This is an optimization exercise on Yosys and OpenROAD, whose aim is small area and a short achievable clock period, not a production implementation. Only simulation tests tie the RTL to the original design; equivalence was not proved.

==> design.v <==
module burin_drain_fp (
    input  wire        clk,
    input  wire        rst,         
    input  wire        in_valid,
    input  wire        in_acc_fp,   
    input  wire [31:0] in_acc,
    input  wire [31:0] in_scale,    
    input  wire [2:0]  in_fmt,      
    output reg         out_valid,
    output reg  [31:0] out_data,    
    output reg         out_sat      
);
    reg        r_valid;
    reg        r_acc_fp;
    reg [31:0] r_acc;
    reg [31:0] r_scale;
    reg [2:0]  r_fmt;
    always @(posedge clk) begin
        if (rst) begin
            r_valid <= 1'b0;
        end else begin
            r_valid <= in_valid;
        end
        r_acc_fp <= in_acc_fp;
        r_acc    <= in_acc;
        r_scale  <= in_scale;
        r_fmt    <= in_fmt;
    end
    reg [4:0]  mb;          
    reg [3:0]  eb;          
    reg signed [11:0] bias;
    reg signed [11:0] qmin;  
    reg [7:0]  emaxf;       
    reg [22:0] manmax;      
    reg [31:0] nan_pat;     
    reg        has_inf;
    always @(*) begin
        case (r_fmt)
            3'd0: begin mb = 5'd3;  eb = 4'd4; bias = 12'sd7;   emaxf = 8'd15;  manmax = 23'h6;      nan_pat = 32'h7F;        has_inf = 1'b0; end
            3'd1: begin mb = 5'd2;  eb = 4'd5; bias = 12'sd15;  emaxf = 8'd30;  manmax = 23'h3;      nan_pat = 32'h7F;        has_inf = 1'b1; end
            3'd2: begin mb = 5'd7;  eb = 4'd8; bias = 12'sd127; emaxf = 8'd254; manmax = 23'h7F;     nan_pat = 32'h7FC0;      has_inf = 1'b1; end
            3'd3: begin mb = 5'd10; eb = 4'd5; bias = 12'sd15;  emaxf = 8'd30;  manmax = 23'h3FF;    nan_pat = 32'h7E00;      has_inf = 1'b1; end
            default: begin mb = 5'd23; eb = 4'd8; bias = 12'sd127; emaxf = 8'd254; manmax = 23'h7FFFFF; nan_pat = 32'h7FC0_0000; has_inf = 1'b1; end
        endcase
        qmin = 12'sd1 - bias - $signed({7'd0, mb});
    end
    wire [7:0]  a_ef = r_acc[30:23];
    wire [22:0] a_mf = r_acc[22:0];
    wire        a_sign = r_acc[31];
    wire        a_nan  = r_acc_fp && (a_ef == 8'hFF) && (a_mf != 23'd0);
    wire        a_inf  = r_acc_fp && (a_ef == 8'hFF) && (a_mf == 23'd0);
    wire [31:0] a_mag  = !r_acc_fp      ? (r_acc[31] ? (~r_acc + 32'd1) : r_acc) :
                         (a_ef == 8'd0) ? {9'd0, a_mf} :
                                          {8'd0, 1'b1, a_mf};
    wire signed [11:0] a_exp = !r_acc_fp      ? 12'sd0 :
                               (a_ef == 8'd0) ? -12'sd149 :
                                                $signed({4'd0, a_ef}) - 12'sd150;
    wire [7:0]  s_ef = r_scale[30:23];
    wire [22:0] s_mf = r_scale[22:0];
    wire        s_sign = r_scale[31];
    wire        s_nan  = (s_ef == 8'hFF) && (s_mf != 23'd0);
    wire        s_inf  = (s_ef == 8'hFF) && (s_mf == 23'd0);
    wire [23:0] s_mag  = (s_ef == 8'd0) ? {1'b0, s_mf} : {1'b1, s_mf};
    wire signed [11:0] s_exp = (s_ef == 8'd0) ? -12'sd149 :
                                                $signed({4'd0, s_ef}) - 12'sd150;
    wire a_zero = !a_nan && !a_inf && (a_mag == 32'd0);
    wire s_zero = !s_nan && !s_inf && (s_mag == 24'd0);
    wire        v_sign = a_sign ^ s_sign;
    wire [55:0] prod   = a_mag * s_mag;
    wire signed [11:0] v_exp = a_exp + s_exp;
    reg [5:0] msb;
    integer i;
    always @(*) begin
        msb = 6'd0;
        for (i = 0; i < 56; i = i + 1)
            if (prod[i]) msb = i[5:0];
    end
    wire signed [11:0] e_top = $signed({6'd0, msb}) + v_exp;
    wire signed [11:0] q_n   = e_top - $signed({7'd0, mb});
    wire signed [11:0] q     = (q_n > qmin) ? q_n : qmin;
    wire signed [11:0] k     = q - v_exp;           
    reg [55:0] sh_dn;
    reg [24:0] rs;          
    always @(*) begin
        sh_dn = 56'd0;
        rs    = 25'd0;
        if (k <= 0) begin
            rs = prod[24:0] << (-k);                  
        end else if (k > 12'sd57) begin
            rs = 25'd0;
        end else begin
            sh_dn = prod >> (k - 12'sd1);              
            rs    = ({1'b0, sh_dn[24:0]} + 26'd1) >> 1;
        end
    end
    wire        carry = rs[mb + 5'd1];
    wire [24:0] rn    = carry ? (rs >> 1) : rs;
    wire signed [11:0] qn = carry ? (q + 12'sd1) : q;
    wire        normal = rn[mb];
    wire signed [11:0] ef_s = qn + $signed({7'd0, mb}) + bias;    
    wire [22:0] man_mask = (23'd1 << mb) - 23'd1;
    wire [22:0] man      = rn[22:0] & man_mask;
    wire over = normal && ((ef_s > $signed({4'd0, emaxf})) ||
                           ((ef_s == $signed({4'd0, emaxf})) && (man > manmax)));
    wire [4:0]  sign_pos = {1'b0, eb} + mb;
    reg [31:0] d_data;
    reg        d_sat;
    reg [7:0]  f_exp;
    reg [22:0] f_man;
    reg        f_sign;
    always @(*) begin
        d_sat  = 1'b0;
        f_sign = v_sign;
        f_exp  = 8'd0;
        f_man  = 23'd0;
        d_data = 32'd0;
        if (a_nan || s_nan || (a_inf && s_zero) || (a_zero && s_inf)) begin
            d_data = nan_pat;
        end else begin
            if (a_inf || s_inf) begin
                if (has_inf) begin
                    f_exp = emaxf + 8'd1;
                end else begin
                    f_exp = emaxf;
                    f_man = manmax;
                    d_sat = 1'b1;
                end
            end else if (over) begin
                f_exp = emaxf;
                f_man = manmax;
                d_sat = 1'b1;
            end else if (normal) begin
                f_exp = ef_s[7:0];
                f_man = man;
            end else begin
                f_exp = 8'd0;
                f_man = man;
            end
            d_data = ({31'd0, f_sign} << sign_pos) | ({24'd0, f_exp} << mb) | {9'd0, f_man};
        end
    end
    always @(posedge clk) begin
        if (rst) begin
            out_valid <= 1'b0;
            out_data  <= 32'd0;
            out_sat   <= 1'b0;
        end else begin
            out_valid <= r_valid;
            out_data  <= d_data;
            out_sat   <= d_sat;
        end
    end
endmodule
==> run.sh <==
#!/bin/bash
# synth_recipe.tcl (not shown) runs the flow's synth.tcl, then flattens the netlist and writes it again
# the make line also repeats each setting of config.mk as NAME=value (left out here)
make -C /OpenROAD-flow-scripts/flow DESIGN_CONFIG=/design/flow/config.mk WORK_HOME=/design/flow/orfs CLKGATE_MAP_FILE= SYNTH_SCRIPT=/design/flow/synth_recipe.tcl finish
==> config.mk <==
export PLATFORM = sky130hd
export DESIGN_NAME = burin_drain_fp
export DESIGN_NICKNAME = burin_drain_fp
export VERILOG_FILES = /design/flow/design.v
export SDC_FILE = /design/flow/constraint.sdc
export NUM_CORES = 4
export LEC_CHECK = 0
export CAP_MARGIN = 20
export CORE_MARGIN = 2
export CORE_UTILIZATION = 40
export PLACE_DENSITY = 0.6
export SLEW_MARGIN = 20
==> constraint.sdc <==
create_clock -name core_clock -period 23.0 [get_ports {clk}]
set_input_delay 4.6000 -clock core_clock [delete_from_list [all_inputs] [get_ports {clk}]]
set_output_delay 4.6000 -clock core_clock [all_outputs]
set_load 0.01 [all_outputs]
==> summary.txt <==
[per-layer routing]
metal,GRT usage,wire [um],vias up
met1,0.394,70000,21800
met3,0.0262,8650,296
met5,0,0,-
met4,0.0883,5860,0
met2,0.494,78300,1484
li1,-,-,19700
[flip-flops by register name, summed over array words and instances, names as in the netlist]
| signal | count |
|---|---|
| r_fmt | 3 |
| r_valid | 1 |
| r_acc | 32 |
| out_sat | 1 |
| out_valid | 1 |
| r_acc_fp | 1 |
| r_scale | 32 |
| out_data | 32 |
[area by class of cell]
class | count | area [um^2]
multi-input cells | 4207 | 38400
repair buffers | 1169 | 9440
fillers | 10300 | 52000
clock inverters | 7 | 83.8
diodes | 1 | 2.50
well taps | 1403 | 1760
clock buffers | 9 | 225
flip-flops and latches | 103 | 2060
inverters | 780 | 2930
[cells by family after synthesis]
kind of cell               synth area share
muxes                                0.0257
and+or+nand+nor                       0.231
buffers and inverters                0.0991
AOI/OAI and AO/OA                     0.172
xor gates and xnor gates             0.0302
adders and majority gates             0.394
DFF                                  0.0479
[critical path: cells and delay by family (launching register included)]
kind,cells,cell delay [ps]
adders and majority gates,17,6820
and+or+nand+nor,29,5870
AOI/OAI and AO/OA,29,5030
buffers and inverters,19,2550
xor gates and xnor gates,6,1070
muxes,1,600
DFF,1,350
[worst max-delay path by stage]
stage / startpoint / to / slack [ps]
global route: r_acc[5] / out_data[9] / -390
floorplan: r_acc[2] / out_data[9] / 190
CTS: r_acc[2] / out_data[9] / 10
detailed placement: r_acc[7] / out_data[9] / -800
finish: r_acc[1] / out_data[9] / 540
global placement: r_acc[2] / out_data[9] / -680
[layout by cell type (no fill, tap or decap), types with 20 or more instances in the layout]
cell type / count
sky130_fd_sc_hd__nand4_1: 60
sky130_fd_sc_hd__xor2_1: 45
sky130_fd_sc_hd__mux2i_1: 54
sky130_fd_sc_hd__o22ai_1: 27
sky130_fd_sc_hd__xnor2_2: 20
sky130_fd_sc_hd__o21ai_0: 147
sky130_fd_sc_hd__and2_1: 464
sky130_fd_sc_hd__nand2_1: 623
sky130_fd_sc_hd__nand3_1: 91
sky130_fd_sc_hd__fa_1: 659
sky130_fd_sc_hd__xnor2_1: 58
sky130_fd_sc_hd__nand2b_1: 36
sky130_fd_sc_hd__a211oi_1: 47
sky130_fd_sc_hd__a21oi_2: 35
sky130_fd_sc_hd__nor2_1: 294
sky130_fd_sc_hd__nor3_1: 78
sky130_fd_sc_hd__ha_1: 261
sky130_fd_sc_hd__buf_12: 21
sky130_fd_sc_hd__clkdlybuf4s50_1: 104
sky130_fd_sc_hd__o21a_1: 34
sky130_fd_sc_hd__a21o_1: 58
sky130_fd_sc_hd__dfxtp_1: 101
sky130_fd_sc_hd__inv_1: 767
sky130_fd_sc_hd__or3_1: 34
sky130_fd_sc_hd__nor2b_1: 29
sky130_fd_sc_hd__o211ai_1: 58
sky130_fd_sc_hd__o31ai_1: 21
sky130_fd_sc_hd__nor4_1: 40
sky130_fd_sc_hd__and3_1: 38
sky130_fd_sc_hd__buf_4: 1023
sky130_fd_sc_hd__o21ai_1: 31
sky130_fd_sc_hd__a21oi_1: 198
sky130_fd_sc_hd__a31oi_1: 47
[metrics by stage]
step / TNS, ps
after floorplan: 0
after global routing: -5280
after CTS: 0
after global placement: -14340
after detailed placement: -17830
final: 0
[what timing repair did]
action,4_1_cts,5_1_grt
gates cloned,0,5
buffers inserted,9,51
pin swaps,15,126
endpoints found under the setup margin,32,32
hold buffers,0,0
resized for setup,49,288
==> key figures <==
Run status
  – Result of the run: complete, no violations

Worst setup path
  – Critical-path cell with the highest stage delay: sky130_fd_sc_hd__fa_1
  – Max stage delay on crit path: 630 ps
  – Worst reg2reg path depth: 101
  – Startpoint types: flip-flop
  – Worst Setup End Kind: flip-flop
  – Data required time at the worst endpoint: 23330 ps
  – Worst setup path class: reg2reg
  – Critical Path AT: 22790 ps
  – R2R Setup Slk: 540 ps
  – Worst r2r src: r_acc[1]
  – Endpoint of the lowest-slack register-to-register path: out_data[9]
  – Maximum net fanout on the critical path: 8
  – Critical Path Most Common Cell: sky130_fd_sc_hd__buf_4

Place
  – Count of input and output buffers: 104
  – Placed wire-length estimate: 137000 um
  – Routability congestion estimate: 0.983
  – Number of cells after detailed placement: 7597
  – Instance area at placement: 52500 um^2
  – Pre-CTS worst setup slack: -802 ps

Timing
  – Setup violations, final: 0
  – Relative slew slack: 0.0868
  – Hold_ws: 444 ps
  – Max Slew Vio Count: 0
  – Setup slack of the critical path after layout: 542 ps
  – Final hold vios: 0
  – Transition time of the tightest slew-check pin: 1360 ps
  – Period utilisation layout: 0.976
  – Setup skew after layout: 14.5 ps
  – Final critical delay including setup and external delays: 22460 ps
  – Peak Freq: 0.0445 GHz
  – RSZ-0062 raised after global routing: yes

Global routing
  – Number of global-route vias before repair: 44.1k
  – Total grt overflow: 0
  – Number of antenna violations at the first check in global routing: 0
  – Pin count of the biggest net entering global routing: 72
  – First-pass GRT wire length: 255000 um
  – Gr usage total: 0.291

Routing
  – Routed Antenna Nets: 0
  – Final wirelength: 163000 um
  – Drt first pass iters: 6
  – Violation count after the first detailed-route iteration: 3663
  – Overall via count from detail_route: 43.3k
  – Post-route DRC: 0
  – Wire length per cell: 21.2 um
  – Drt via density: 5.64

Clock network
  – TritonCTS clock tree: done
  – Root Buffer: sky130_fd_sc_hd__clkbuf_16
  – Clock insertion delay at the later pin of the skew report: 430 ps
  – Worst-case clock buffer depth: 2
  – Clock transition at path regs: 80 ps
  – Num Clock Sinks: 103
  – H-Tree Level Count: 3
  – Number of buffers inserted during clock tree synthesis: 9

Min path
  – Hold path start: r_valid
  – Number of cells on the worst hold path: 1
  – Worst hold path endpoint: out_valid
  – Hold crit path type: reg2reg

Logic synthesis
  – Post-Synthesis Net Count: 6436
  – Top-count cell post-synth: sky130_fd_sc_hd__inv_1
  – Portion of the post-synthesis area used by sequential elements: 0.0479
  – Area contributors post-synth: sky130_fd_sc_hd__fa_1 (31%), sky130_fd_sc_hd__ha_1 (8.4%), sky130_fd_sc_hd__and2_1 (6.8%), sky130_fd_sc_hd__inv_1 (6.8%), sky130_fd_sc_hd__nand2_1 (5.5%)
  – Mean post-synth cell area: 7.95 um^2
  – Primary FF master, synth: sky130_fd_sc_hd__dfxtp_1
  – Number of different library cells in the post-synthesis netlist: 125
  – Synthesis warning total: 1
  – Number of enable-type register cells in the synthesized netlist: 0
  – Number of flip-flops and latches in the synthesized netlist: 103
  – Async SR Flop Fraction: 0
  – Post-synth top area share: 0.310
  – Post-synthesis cell count: 5410
  – Leading area contributor after synthesis: sky130_fd_sc_hd__fa_1
  – Netlist area before placement: 43000 um^2
  – Ranking of synthesized cells by instance count: sky130_fd_sc_hd__inv_1 (776), sky130_fd_sc_hd__fa_1 (666), sky130_fd_sc_hd__nand2_1 (634), sky130_fd_sc_hd__and2_1 (470), sky130_fd_sc_hd__nor2_1 (317)

Floorplan
  – Number of placed I/O pins: 105
  – Core footprint: 107000 um^2
  – Starting utilization of the core area: 0.402
  – Chip height: 332 um
  – DIE WIDTH: 332 um
  – Total number of placement rows: 120
  – DIE AREA: 110000 um^2

Cells and area
  – Post-layout instance area: 54900 um^2
  – Fraction of final layout cells with drive strength greater than 1: 0.237
  – Final Instance Count excl. Fillers: 7679
  – Net count of the finished layout: 7296
  – Final design utilization: 0.514
  – Layout area overhead: 27.7%

Job
  – Max_cap viols: 0

-- re-timing with driven ports --
Ports are ideal in the flow. The routed layout listed here was re-timed in OpenROAD. Step 1: set_driving_cell puts a clkbuf_16 on clk and a buf_2 on each other input, an assumption about the parent block. Step 2 moves the port delays by t, midway between the first and last clock arrival at a register: inputs arrive t later, outputs are due t later. That takes back most of the time a late clock gives input paths. Slacks: ideal ports / drivers / drivers and shift; pairs: ideal ports / drivers.
shift t [ns]: 0.484
setup slack, ns: 0.542 / 0.542 / 0.542
worst setup path at the end: register to register
pins driven straight from the clock port: 1
After both steps setup and hold are still met in this run. The setup slack of this run moves by 0.000 ns with the drivers and by 0.000 ns with both steps.
